This design comes from an exercise in tuning for small area, a short achievable clock period and few clock cycles per item on the open sky130 flow, not from production work.
Only simulation tests tie the RTL to the original design; equivalence was not proved.

==> job 4425: inputs <==
## sha384_core
module sha384_core (
    input  wire         clk,
    input  wire         rst,
    input  wire         in_valid,
    output wire         in_ready,
    input  wire [63:0]  in_data,      
    input  wire         in_first,     
    input  wire         in_last,      
    output reg          out_valid,
    output wire [383:0] digest        
);
make LEC_CHECK=0 CAP_MARGIN=20 CORE_MARGIN=2 CORE_UTILIZATION=40 SLEW_MARGIN=20 SYNTH_MEMORY_MAX_BITS=16384 finish   # period 13.0 ns
run.sh (not shown) runs the stock make flow with config.mk's settings and CLKGATE_MAP_FILE= SYNTH_SCRIPT=/design/flow/synth_recipe.tcl, a recipe that flattens the netlist after the stock synthesis.
==> job 4440: changes against job 4425 <==
--- a/flow/design.v
+++ b/flow/design.v
@@ -38,16 +38,18 @@
     endfunction
     reg  [3:0] ph;                
     reg  [3:0] dph;               
     reg  [4:0] wcnt;              
     reg        nfirst, nlast;     
     reg        busy;              
     reg  [6:0] cnt;               
     reg        rnd, fin, sch;     
+    reg        kpre;              
+    reg        hfin;              
     reg        cfirst, clast;     
     wire word0_ok = (ph[1:0] == 2'd0) && (!busy || cnt >= 7'd68);
     assign in_ready = (wcnt == 5'd0) ? word0_ok
                                      : (!wcnt[4] && dph == wcnt[3:0]);
     wire acc   = in_valid && in_ready;
     wire full  = wcnt[4] || (wcnt == 5'd15 && acc);
     wire free  = !busy || cnt == 7'd83;
     wire start = full && dph == 4'd15 && free;
@@ -75,45 +77,44 @@
     sk_add64 u_aadd (.x(as2), .y(ac2), .s(a_new));
     wire [63:0] w0  = w[0 +: 64];
     wire [63:0] ssig0 = rotr(w[64 +: 64], 1) ^ rotr(w[64 +: 64], 8) ^ (w[64 +: 64] >> 7);
     wire [63:0] ssig1 = rotr(w[896 +: 64], 19) ^ rotr(w[896 +: 64], 61) ^ (w[896 +: 64] >> 6);
     wire [63:0] ws1 = ssig1 ^ w[576 +: 64] ^ ssig0;
     wire [63:0] wc1 = {(ssig1[62:0] & w[576 +: 63]) | (ssig1[62:0] & ssig0[62:0]) | (w[576 +: 63] & ssig0[62:0]), 1'b0};
     wire [63:0] ws2 = ws1 ^ wc1 ^ w0;
     wire [63:0] wc2 = {(ws1[62:0] & wc1[62:0]) | (ws1[62:0] & w0[62:0]) | (wc1[62:0] & w0[62:0]), 1'b0};
-    wire [63:0] wnext;
-    sk_add64 u_wadd (.x(ws2), .y(wc2), .s(wnext));
+    wire [63:0] wsum;
+    sk_add64 u_wadd (.x(fin ? d : ws2), .y(fin ? hba : wc2), .s(wsum));
+    wire [63:0] wnext = wsum;
     wire [63:0] w_in  = acc ? in_data : (sch ? wnext : w0);
     reg [63:0] iva, ive;
     always @* begin
         case (ph[1:0])
             2'd0: begin iva = IV3; ive = IV7; end
             2'd1: begin iva = IV2; ive = IV6; end
             2'd2: begin iva = IV1; ive = IV5; end
             default: begin iva = IV0; ive = IV4; end
         endcase
     end
-    wire [63:0] hba  = cfirst ? iva : ha3;
-    wire [63:0] hbe  = cfirst ? ive : he3;
-    wire [63:0] suma, sume;
-    sk_add64 u_fa (.x(d), .y(hba), .s(suma));
-    sk_add64 u_fe (.x(h), .y(hbe), .s(sume));
-    wire [63:0] ya   = fin ? suma : ha3;
-    wire [63:0] ye   = fin ? sume : he3;
-    wire [63:0] ks1 = g ^ kval ^ w[127:64];
-    wire [63:0] kc1 = {(g[62:0] & kval[62:0]) | (g[62:0] & w[126:64]) | (kval[62:0] & w[126:64]), 1'b0};
+    wire        ldh  = rnd && cfirst;
+    wire [63:0] hba  = ha3;
+    wire [63:0] ya   = fin ? wsum : (ldh ? iva : ha3);
+    wire [63:0] ye   = fin ? hkw : (ldh ? ive : he3);
+    wire [63:0] w1k = hfin ? 64'd0 : w[127:64];
+    wire [63:0] ks1 = g ^ kval ^ w1k;
+    wire [63:0] kc1 = {(g[62:0] & kval[62:0]) | (g[62:0] & w1k[62:0]) | (kval[62:0] & w1k[62:0]), 1'b0};
     wire [63:0] hkw_d;
     sk_add64 u_hadd (.x(ks1), .y(kc1), .s(hkw_d));
     wire        ldiv = (wcnt != 5'd0) && nfirst;
     assign digest = {ha0, ha1, ha2, ha3, he0, he1};
     always @(posedge clk) begin
         w   <= {w_in, w[1023:64]};
         hkw <= hkw_d;
-        kval <= start ? KTAB[64 +: 64] : krom;
+        kval <= kpre ? he1 : start ? KTAB[64 +: 64] : krom;
         a <= rnd ? a_new : (ldiv ? iva : ya);
         b <= a; c <= b; d <= c;
         e <= rnd ? e_new : (ldiv ? ive : ye);
         f <= e; g <= f; h <= g;
         ha0 <= ya; ha1 <= ha0; ha2 <= ha1; ha3 <= ha2;
         he0 <= ye; he1 <= he0; he2 <= he1; he3 <= he2;
     end
     always @(posedge clk) begin
@@ -121,16 +122,18 @@
             ph        <= 4'd0;
             dph       <= 4'd0;
             wcnt      <= 5'd0;
             busy      <= 1'b0;
             cnt       <= 7'd83;
             rnd       <= 1'b0;
             fin       <= 1'b0;
             sch       <= 1'b0;
+            kpre      <= 1'b0;
+            hfin      <= 1'b0;
             out_valid <= 1'b0;
         end else begin
             ph  <= ph + 4'd1;
             dph <= (acc && wcnt == 5'd0) ? 4'd1 : dph + 4'd1;
             if (acc && wcnt == 5'd0) begin
                 nfirst <= in_first;
                 nlast  <= in_last;
             end
@@ -140,28 +143,34 @@
                 wcnt <= wcnt + 5'd1;
             out_valid <= fin && cnt == 7'd83 && clast;
             if (start) begin
                 busy   <= 1'b1;
                 cnt    <= 7'd0;
                 rnd    <= 1'b1;
                 fin    <= 1'b0;
                 sch    <= 1'b1;
+                kpre   <= 1'b0;
+                hfin   <= 1'b0;
                 cfirst <= nfirst;
                 clast  <= nlast;
             end else if (busy && cnt != 7'd83) begin
                 cnt <= cnt + 7'd1;
                 rnd <= cnt < 7'd79;
                 fin <= cnt >= 7'd79;
                 sch <= cnt < 7'd63;
+                kpre <= cnt >= 7'd77 && cnt <= 7'd80;
+                hfin <= cnt >= 7'd78 && cnt <= 7'd81;
             end else begin
                 busy <= 1'b0;
                 rnd  <= 1'b0;
                 fin  <= 1'b0;
                 sch  <= 1'b0;
+                kpre <= 1'b0;
+                hfin <= 1'b0;
             end
         end
     end
 endmodule
 module sk_add64 (input wire [63:0] x, input wire [63:0] y, output wire [63:0] s);
     wire [63:0] p0 = x ^ y;
     wire [63:0] g0 = x & y;
     wire g_0 = g0[1] | (p0[1] & g0[0]);
==> flow/flow/run.sh (new file) <==
#!/bin/bash
set -euo pipefail
bash standard.sh SETUP_SLACK_MARGIN=7 finish > orfs_make.log 2>&1
==> flow/standard.sh (new file) <==
#!/bin/bash
# synth_recipe.tcl (not shown) runs the flow's synth.tcl, then flattens the netlist and writes it again
# the make line also repeats each setting of config.mk as NAME=value (left out here)
make -C /OpenROAD-flow-scripts/flow DESIGN_CONFIG=/design/flow/config.mk WORK_HOME=/design/flow/orfs CLKGATE_MAP_FILE= SYNTH_SCRIPT=/design/flow/synth_recipe.tcl "${@:-finish}"
CTS_CLUSTER_DIAMETER = 100   (was default)
CTS_CLUSTER_SIZE = 20   (was default)
removed: flow/run.sh
==> job 6090: changes against job 4425 <==
--- a/flow/design.v
+++ b/flow/design.v
@@ -38,16 +38,18 @@
     endfunction
     reg  [3:0] ph;                
     reg  [3:0] dph;               
     reg  [4:0] wcnt;              
     reg        nfirst, nlast;     
     reg        busy;              
     reg  [6:0] cnt;               
     reg        rnd, fin, sch;     
+    reg        kpre;              
+    reg        hfin;              
     reg        cfirst, clast;     
     wire word0_ok = (ph[1:0] == 2'd0) && (!busy || cnt >= 7'd68);
     assign in_ready = (wcnt == 5'd0) ? word0_ok
                                      : (!wcnt[4] && dph == wcnt[3:0]);
     wire acc   = in_valid && in_ready;
     wire full  = wcnt[4] || (wcnt == 5'd15 && acc);
     wire free  = !busy || cnt == 7'd83;
     wire start = full && dph == 4'd15 && free;
@@ -75,45 +77,44 @@
     sk_add64 u_aadd (.x(as2), .y(ac2), .s(a_new));
     wire [63:0] w0  = w[0 +: 64];
     wire [63:0] ssig0 = rotr(w[64 +: 64], 1) ^ rotr(w[64 +: 64], 8) ^ (w[64 +: 64] >> 7);
     wire [63:0] ssig1 = rotr(w[896 +: 64], 19) ^ rotr(w[896 +: 64], 61) ^ (w[896 +: 64] >> 6);
     wire [63:0] ws1 = ssig1 ^ w[576 +: 64] ^ ssig0;
     wire [63:0] wc1 = {(ssig1[62:0] & w[576 +: 63]) | (ssig1[62:0] & ssig0[62:0]) | (w[576 +: 63] & ssig0[62:0]), 1'b0};
     wire [63:0] ws2 = ws1 ^ wc1 ^ w0;
     wire [63:0] wc2 = {(ws1[62:0] & wc1[62:0]) | (ws1[62:0] & w0[62:0]) | (wc1[62:0] & w0[62:0]), 1'b0};
-    wire [63:0] wnext;
-    sk_add64 u_wadd (.x(ws2), .y(wc2), .s(wnext));
+    wire [63:0] wsum;
+    sk_add64 u_wadd (.x(fin ? d : ws2), .y(fin ? hba : wc2), .s(wsum));
+    wire [63:0] wnext = wsum;
     wire [63:0] w_in  = acc ? in_data : (sch ? wnext : w0);
     reg [63:0] iva, ive;
     always @* begin
         case (ph[1:0])
             2'd0: begin iva = IV3; ive = IV7; end
             2'd1: begin iva = IV2; ive = IV6; end
             2'd2: begin iva = IV1; ive = IV5; end
             default: begin iva = IV0; ive = IV4; end
         endcase
     end
-    wire [63:0] hba  = cfirst ? iva : ha3;
-    wire [63:0] hbe  = cfirst ? ive : he3;
-    wire [63:0] suma, sume;
-    sk_add64 u_fa (.x(d), .y(hba), .s(suma));
-    sk_add64 u_fe (.x(h), .y(hbe), .s(sume));
-    wire [63:0] ya   = fin ? suma : ha3;
-    wire [63:0] ye   = fin ? sume : he3;
-    wire [63:0] ks1 = g ^ kval ^ w[127:64];
-    wire [63:0] kc1 = {(g[62:0] & kval[62:0]) | (g[62:0] & w[126:64]) | (kval[62:0] & w[126:64]), 1'b0};
+    wire        ldh  = rnd && cfirst;
+    wire [63:0] hba  = ha3;
+    wire [63:0] ya   = fin ? wsum : (ldh ? iva : ha3);
+    wire [63:0] ye   = fin ? hkw : (ldh ? ive : he3);
+    wire [63:0] w1k = hfin ? 64'd0 : w[127:64];
+    wire [63:0] ks1 = g ^ kval ^ w1k;
+    wire [63:0] kc1 = {(g[62:0] & kval[62:0]) | (g[62:0] & w1k[62:0]) | (kval[62:0] & w1k[62:0]), 1'b0};
     wire [63:0] hkw_d;
     sk_add64 u_hadd (.x(ks1), .y(kc1), .s(hkw_d));
     wire        ldiv = (wcnt != 5'd0) && nfirst;
     assign digest = {ha0, ha1, ha2, ha3, he0, he1};
     always @(posedge clk) begin
         w   <= {w_in, w[1023:64]};
         hkw <= hkw_d;
-        kval <= start ? KTAB[64 +: 64] : krom;
+        kval <= kpre ? he1 : start ? KTAB[64 +: 64] : krom;
         a <= rnd ? a_new : (ldiv ? iva : ya);
         b <= a; c <= b; d <= c;
         e <= rnd ? e_new : (ldiv ? ive : ye);
         f <= e; g <= f; h <= g;
         ha0 <= ya; ha1 <= ha0; ha2 <= ha1; ha3 <= ha2;
         he0 <= ye; he1 <= he0; he2 <= he1; he3 <= he2;
     end
     always @(posedge clk) begin
@@ -121,16 +122,18 @@
             ph        <= 4'd0;
             dph       <= 4'd0;
             wcnt      <= 5'd0;
             busy      <= 1'b0;
             cnt       <= 7'd83;
             rnd       <= 1'b0;
             fin       <= 1'b0;
             sch       <= 1'b0;
+            kpre      <= 1'b0;
+            hfin      <= 1'b0;
             out_valid <= 1'b0;
         end else begin
             ph  <= ph + 4'd1;
             dph <= (acc && wcnt == 5'd0) ? 4'd1 : dph + 4'd1;
             if (acc && wcnt == 5'd0) begin
                 nfirst <= in_first;
                 nlast  <= in_last;
             end
@@ -140,28 +143,34 @@
                 wcnt <= wcnt + 5'd1;
             out_valid <= fin && cnt == 7'd83 && clast;
             if (start) begin
                 busy   <= 1'b1;
                 cnt    <= 7'd0;
                 rnd    <= 1'b1;
                 fin    <= 1'b0;
                 sch    <= 1'b1;
+                kpre   <= 1'b0;
+                hfin   <= 1'b0;
                 cfirst <= nfirst;
                 clast  <= nlast;
             end else if (busy && cnt != 7'd83) begin
                 cnt <= cnt + 7'd1;
                 rnd <= cnt < 7'd79;
                 fin <= cnt >= 7'd79;
                 sch <= cnt < 7'd63;
+                kpre <= cnt >= 7'd77 && cnt <= 7'd80;
+                hfin <= cnt >= 7'd78 && cnt <= 7'd81;
             end else begin
                 busy <= 1'b0;
                 rnd  <= 1'b0;
                 fin  <= 1'b0;
                 sch  <= 1'b0;
+                kpre <= 1'b0;
+                hfin <= 1'b0;
             end
         end
     end
 endmodule
 module sk_add64 (input wire [63:0] x, input wire [63:0] y, output wire [63:0] s);
     wire [63:0] p0 = x ^ y;
     wire [63:0] g0 = x & y;
     wire g_0 = g0[1] | (p0[1] & g0[0]);
==> job 7766: changes against job 4425 <==
--- a/flow/design.v
+++ b/flow/design.v
@@ -38,31 +38,115 @@
     endfunction
     reg  [3:0] ph;                
     reg  [3:0] dph;               
     reg  [4:0] wcnt;              
     reg        nfirst, nlast;     
     reg        busy;              
     reg  [6:0] cnt;               
     reg        rnd, fin, sch;     
+    reg        kpre;              
+    reg        hfin;              
     reg        cfirst, clast;     
     wire word0_ok = (ph[1:0] == 2'd0) && (!busy || cnt >= 7'd68);
     assign in_ready = (wcnt == 5'd0) ? word0_ok
                                      : (!wcnt[4] && dph == wcnt[3:0]);
     wire acc   = in_valid && in_ready;
     wire full  = wcnt[4] || (wcnt == 5'd15 && acc);
     wire free  = !busy || cnt == 7'd83;
     wire start = full && dph == 4'd15 && free;
     reg [1023:0] w;               
     reg [63:0] a, b, c, d, e, f, g, h;
     reg [63:0] ha0, ha1, ha2, ha3, he0, he1, he2, he3;    
     reg [63:0] hkw;               
     reg  [63:0] kval;
-    wire [6:0]  kidx = (cnt < 7'd78) ? cnt + 7'd2 : 7'd0;
-    wire [63:0] krom = KTAB[64*kidx +: 64];
+    reg  [63:0] krom;             
+    always @* begin
+        case (cnt)
+            7'd0: krom = KTAB[128 +: 64];
+            7'd1: krom = KTAB[192 +: 64];
+            7'd2: krom = KTAB[256 +: 64];
+            7'd3: krom = KTAB[320 +: 64];
+            7'd4: krom = KTAB[384 +: 64];
+            7'd5: krom = KTAB[448 +: 64];
+            7'd6: krom = KTAB[512 +: 64];
+            7'd7: krom = KTAB[576 +: 64];
+            7'd8: krom = KTAB[640 +: 64];
+            7'd9: krom = KTAB[704 +: 64];
+            7'd10: krom = KTAB[768 +: 64];
+            7'd11: krom = KTAB[832 +: 64];
+            7'd12: krom = KTAB[896 +: 64];
+            7'd13: krom = KTAB[960 +: 64];
+            7'd14: krom = KTAB[1024 +: 64];
+            7'd15: krom = KTAB[1088 +: 64];
+            7'd16: krom = KTAB[1152 +: 64];
+            7'd17: krom = KTAB[1216 +: 64];
+            7'd18: krom = KTAB[1280 +: 64];
+            7'd19: krom = KTAB[1344 +: 64];
+            7'd20: krom = KTAB[1408 +: 64];
+            7'd21: krom = KTAB[1472 +: 64];
+            7'd22: krom = KTAB[1536 +: 64];
+            7'd23: krom = KTAB[1600 +: 64];
+            7'd24: krom = KTAB[1664 +: 64];
+            7'd25: krom = KTAB[1728 +: 64];
+            7'd26: krom = KTAB[1792 +: 64];
+            7'd27: krom = KTAB[1856 +: 64];
+            7'd28: krom = KTAB[1920 +: 64];
+            7'd29: krom = KTAB[1984 +: 64];
+            7'd30: krom = KTAB[2048 +: 64];
+            7'd31: krom = KTAB[2112 +: 64];
+            7'd32: krom = KTAB[2176 +: 64];
+            7'd33: krom = KTAB[2240 +: 64];
+            7'd34: krom = KTAB[2304 +: 64];
+            7'd35: krom = KTAB[2368 +: 64];
+            7'd36: krom = KTAB[2432 +: 64];
+            7'd37: krom = KTAB[2496 +: 64];
+            7'd38: krom = KTAB[2560 +: 64];
+            7'd39: krom = KTAB[2624 +: 64];
+            7'd40: krom = KTAB[2688 +: 64];
+            7'd41: krom = KTAB[2752 +: 64];
+            7'd42: krom = KTAB[2816 +: 64];
+            7'd43: krom = KTAB[2880 +: 64];
+            7'd44: krom = KTAB[2944 +: 64];
+            7'd45: krom = KTAB[3008 +: 64];
+            7'd46: krom = KTAB[3072 +: 64];
+            7'd47: krom = KTAB[3136 +: 64];
+            7'd48: krom = KTAB[3200 +: 64];
+            7'd49: krom = KTAB[3264 +: 64];
+            7'd50: krom = KTAB[3328 +: 64];
+            7'd51: krom = KTAB[3392 +: 64];
+            7'd52: krom = KTAB[3456 +: 64];
+            7'd53: krom = KTAB[3520 +: 64];
+            7'd54: krom = KTAB[3584 +: 64];
+            7'd55: krom = KTAB[3648 +: 64];
+            7'd56: krom = KTAB[3712 +: 64];
+            7'd57: krom = KTAB[3776 +: 64];
+            7'd58: krom = KTAB[3840 +: 64];
+            7'd59: krom = KTAB[3904 +: 64];
+            7'd60: krom = KTAB[3968 +: 64];
+            7'd61: krom = KTAB[4032 +: 64];
+            7'd62: krom = KTAB[4096 +: 64];
+            7'd63: krom = KTAB[4160 +: 64];
+            7'd64: krom = KTAB[4224 +: 64];
+            7'd65: krom = KTAB[4288 +: 64];
+            7'd66: krom = KTAB[4352 +: 64];
+            7'd67: krom = KTAB[4416 +: 64];
+            7'd68: krom = KTAB[4480 +: 64];
+            7'd69: krom = KTAB[4544 +: 64];
+            7'd70: krom = KTAB[4608 +: 64];
+            7'd71: krom = KTAB[4672 +: 64];
+            7'd72: krom = KTAB[4736 +: 64];
+            7'd73: krom = KTAB[4800 +: 64];
+            7'd74: krom = KTAB[4864 +: 64];
+            7'd75: krom = KTAB[4928 +: 64];
+            7'd76: krom = KTAB[4992 +: 64];
+            7'd77: krom = KTAB[5056 +: 64];
+            default: krom = KTAB[0 +: 64];
+        endcase
+    end
     wire [63:0] bsig1 = rotr(e, 14) ^ rotr(e, 18) ^ rotr(e, 41);
     wire [63:0] bsig0 = rotr(a, 28) ^ rotr(a, 34) ^ rotr(a, 39);
     wire [63:0] ch    = (e & f) ^ (~e & g);
     wire [63:0] maj   = (a & b) ^ (a & c) ^ (b & c);
     wire [63:0] t1s = hkw ^ bsig1 ^ ch;
     wire [63:0] t1c = {(hkw[62:0] & bsig1[62:0]) | (hkw[62:0] & ch[62:0]) | (bsig1[62:0] & ch[62:0]), 1'b0};
     wire [63:0] es = t1s ^ t1c ^ d;
     wire [63:0] ec = {(t1s[62:0] & t1c[62:0]) | (t1s[62:0] & d[62:0]) | (t1c[62:0] & d[62:0]), 1'b0};
@@ -75,45 +159,44 @@
     sk_add64 u_aadd (.x(as2), .y(ac2), .s(a_new));
     wire [63:0] w0  = w[0 +: 64];
     wire [63:0] ssig0 = rotr(w[64 +: 64], 1) ^ rotr(w[64 +: 64], 8) ^ (w[64 +: 64] >> 7);
     wire [63:0] ssig1 = rotr(w[896 +: 64], 19) ^ rotr(w[896 +: 64], 61) ^ (w[896 +: 64] >> 6);
     wire [63:0] ws1 = ssig1 ^ w[576 +: 64] ^ ssig0;
     wire [63:0] wc1 = {(ssig1[62:0] & w[576 +: 63]) | (ssig1[62:0] & ssig0[62:0]) | (w[576 +: 63] & ssig0[62:0]), 1'b0};
     wire [63:0] ws2 = ws1 ^ wc1 ^ w0;
     wire [63:0] wc2 = {(ws1[62:0] & wc1[62:0]) | (ws1[62:0] & w0[62:0]) | (wc1[62:0] & w0[62:0]), 1'b0};
-    wire [63:0] wnext;
-    sk_add64 u_wadd (.x(ws2), .y(wc2), .s(wnext));
+    wire [63:0] wsum;
+    sk_add64 u_wadd (.x(fin ? d : ws2), .y(fin ? hba : wc2), .s(wsum));
+    wire [63:0] wnext = wsum;
     wire [63:0] w_in  = acc ? in_data : (sch ? wnext : w0);
     reg [63:0] iva, ive;
     always @* begin
         case (ph[1:0])
             2'd0: begin iva = IV3; ive = IV7; end
             2'd1: begin iva = IV2; ive = IV6; end
             2'd2: begin iva = IV1; ive = IV5; end
             default: begin iva = IV0; ive = IV4; end
         endcase
     end
-    wire [63:0] hba  = cfirst ? iva : ha3;
-    wire [63:0] hbe  = cfirst ? ive : he3;
-    wire [63:0] suma, sume;
-    sk_add64 u_fa (.x(d), .y(hba), .s(suma));
-    sk_add64 u_fe (.x(h), .y(hbe), .s(sume));
-    wire [63:0] ya   = fin ? suma : ha3;
-    wire [63:0] ye   = fin ? sume : he3;
-    wire [63:0] ks1 = g ^ kval ^ w[127:64];
-    wire [63:0] kc1 = {(g[62:0] & kval[62:0]) | (g[62:0] & w[126:64]) | (kval[62:0] & w[126:64]), 1'b0};
+    wire        ldh  = rnd && cfirst;
+    wire [63:0] hba  = ha3;
+    wire [63:0] ya   = fin ? wsum : (ldh ? iva : ha3);
+    wire [63:0] ye   = fin ? hkw : (ldh ? ive : he3);
+    wire [63:0] w1k = hfin ? 64'd0 : w[127:64];
+    wire [63:0] ks1 = g ^ kval ^ w1k;
+    wire [63:0] kc1 = {(g[62:0] & kval[62:0]) | (g[62:0] & w1k[62:0]) | (kval[62:0] & w1k[62:0]), 1'b0};
     wire [63:0] hkw_d;
     sk_add64 u_hadd (.x(ks1), .y(kc1), .s(hkw_d));
     wire        ldiv = (wcnt != 5'd0) && nfirst;
     assign digest = {ha0, ha1, ha2, ha3, he0, he1};
     always @(posedge clk) begin
         w   <= {w_in, w[1023:64]};
         hkw <= hkw_d;
-        kval <= start ? KTAB[64 +: 64] : krom;
+        kval <= kpre ? he1 : start ? KTAB[64 +: 64] : krom;
         a <= rnd ? a_new : (ldiv ? iva : ya);
         b <= a; c <= b; d <= c;
         e <= rnd ? e_new : (ldiv ? ive : ye);
         f <= e; g <= f; h <= g;
         ha0 <= ya; ha1 <= ha0; ha2 <= ha1; ha3 <= ha2;
         he0 <= ye; he1 <= he0; he2 <= he1; he3 <= he2;
     end
     always @(posedge clk) begin
@@ -121,16 +204,18 @@
             ph        <= 4'd0;
             dph       <= 4'd0;
             wcnt      <= 5'd0;
             busy      <= 1'b0;
             cnt       <= 7'd83;
             rnd       <= 1'b0;
             fin       <= 1'b0;
             sch       <= 1'b0;
+            kpre      <= 1'b0;
+            hfin      <= 1'b0;
             out_valid <= 1'b0;
         end else begin
             ph  <= ph + 4'd1;
             dph <= (acc && wcnt == 5'd0) ? 4'd1 : dph + 4'd1;
             if (acc && wcnt == 5'd0) begin
                 nfirst <= in_first;
                 nlast  <= in_last;
             end
@@ -140,28 +225,34 @@
                 wcnt <= wcnt + 5'd1;
             out_valid <= fin && cnt == 7'd83 && clast;
             if (start) begin
                 busy   <= 1'b1;
                 cnt    <= 7'd0;
                 rnd    <= 1'b1;
                 fin    <= 1'b0;
                 sch    <= 1'b1;
+                kpre   <= 1'b0;
+                hfin   <= 1'b0;
                 cfirst <= nfirst;
                 clast  <= nlast;
             end else if (busy && cnt != 7'd83) begin
                 cnt <= cnt + 7'd1;
                 rnd <= cnt < 7'd79;
                 fin <= cnt >= 7'd79;
                 sch <= cnt < 7'd63;
+                kpre <= cnt >= 7'd77 && cnt <= 7'd80;
+                hfin <= cnt >= 7'd78 && cnt <= 7'd81;
             end else begin
                 busy <= 1'b0;
                 rnd  <= 1'b0;
                 fin  <= 1'b0;
                 sch  <= 1'b0;
+                kpre <= 1'b0;
+                hfin <= 1'b0;
             end
         end
     end
 endmodule
 module sk_add64 (input wire [63:0] x, input wire [63:0] y, output wire [63:0] s);
     wire [63:0] p0 = x ^ y;
     wire [63:0] g0 = x & y;
     wire g_0 = g0[1] | (p0[1] & g0[0]);
==> flow/flow/run.sh (new file) <==
#!/bin/bash
set -euo pipefail
bash standard.sh SETUP_SLACK_MARGIN=8 finish > orfs_make.log 2>&1
==> flow/standard.sh (new file) <==
#!/bin/bash
# synth_recipe.tcl (not shown) runs the flow's synth.tcl, then flattens the netlist and writes it again
# the make line also repeats each setting of config.mk as NAME=value (left out here)
make -C /OpenROAD-flow-scripts/flow DESIGN_CONFIG=/design/flow/config.mk WORK_HOME=/design/flow/orfs CLKGATE_MAP_FILE= SYNTH_SCRIPT=/design/flow/synth_recipe.tcl "${@:-finish}"
CTS_CLUSTER_DIAMETER = 100   (was default)
CTS_CLUSTER_SIZE = 20   (was default)
removed: flow/run.sh
==> notes <==
- Job 6090 finished with timing, DRC and antenna clean. Job 4425 finished clean. Job 4440 produced a clean layout. Job 7766 finished clean.
- Between job 4425 and job 4440, the lower worst hold slack is in job 4425 (gap 0.046 ns).
- First-iteration DRC count: job 4425 < job 7766 < job 4440 < job 6090.
- The highest fmax belongs to job 7766, the lowest to job 6090.
- In job 4425 the non-clock buffer count is lower than in job 4440, by 26.
- The highest global-route usage belongs to job 6090, the lowest to job 4425.
- Routed wire length: job 4425 < job 7766 < job 4440 < job 6090.
- Cell count: job 4440 < job 7766 < job 6090 < job 4425.
- Against job 4425, the die area of job 4440 is lower by about 5%.
Testbench counts of job 4425, summed over its fixed seeds: cycles 25,500, blocks 300.
Testbench counts of job 4440, summed over its fixed seeds: cycles 25,500, blocks 300.
Testbench counts of job 6090, summed over its fixed seeds: cycles 25,500, blocks 300.
Testbench counts of job 7766, summed over its fixed seeds: cycles 25,500, blocks 300.

## separate check: timing with driven ports
No port has a modelled driver above. Below, the same layouts with a new extraction and two added sets of constraints.
Step 1, drivers: a clkbuf_16 drives clk and a buf_2 each remaining input, both assumed.
Step 2 adds t to the input delays and takes it off the output delays; t is the mean of the earliest and latest rising clock arrival at the registers after step 1. Input paths then give back, and output paths get back, about the clock's delay inside the block.
a / b / c = no drivers / after step 1 / after step 2; a / b = the first two.
| run | t, ns | setup slack, ns | worst setup path at the end | worst data-port slew with drivers (ns) |
|---|---|---|---|---|
| job 4425 | 0.946 | 6.700 / 6.700 / 6.700 | register to register | 0.07 |
| job 4440 | 0.909 | 6.947 / 6.947 / 6.947 | register to register | 0.07 |
| job 6090 | 0.953 | 5.881 / 5.881 / 5.881 | register to register | 0.07 |
| job 7766 | 0.908 | 7.552 / 7.552 / 7.264 | input to register | 0.08 |
After both steps every run listed still meets setup and hold. For job 7766, which loses most, drivers alone change the setup slack by 0.000 ns; drivers and shift together by -0.288 ns.
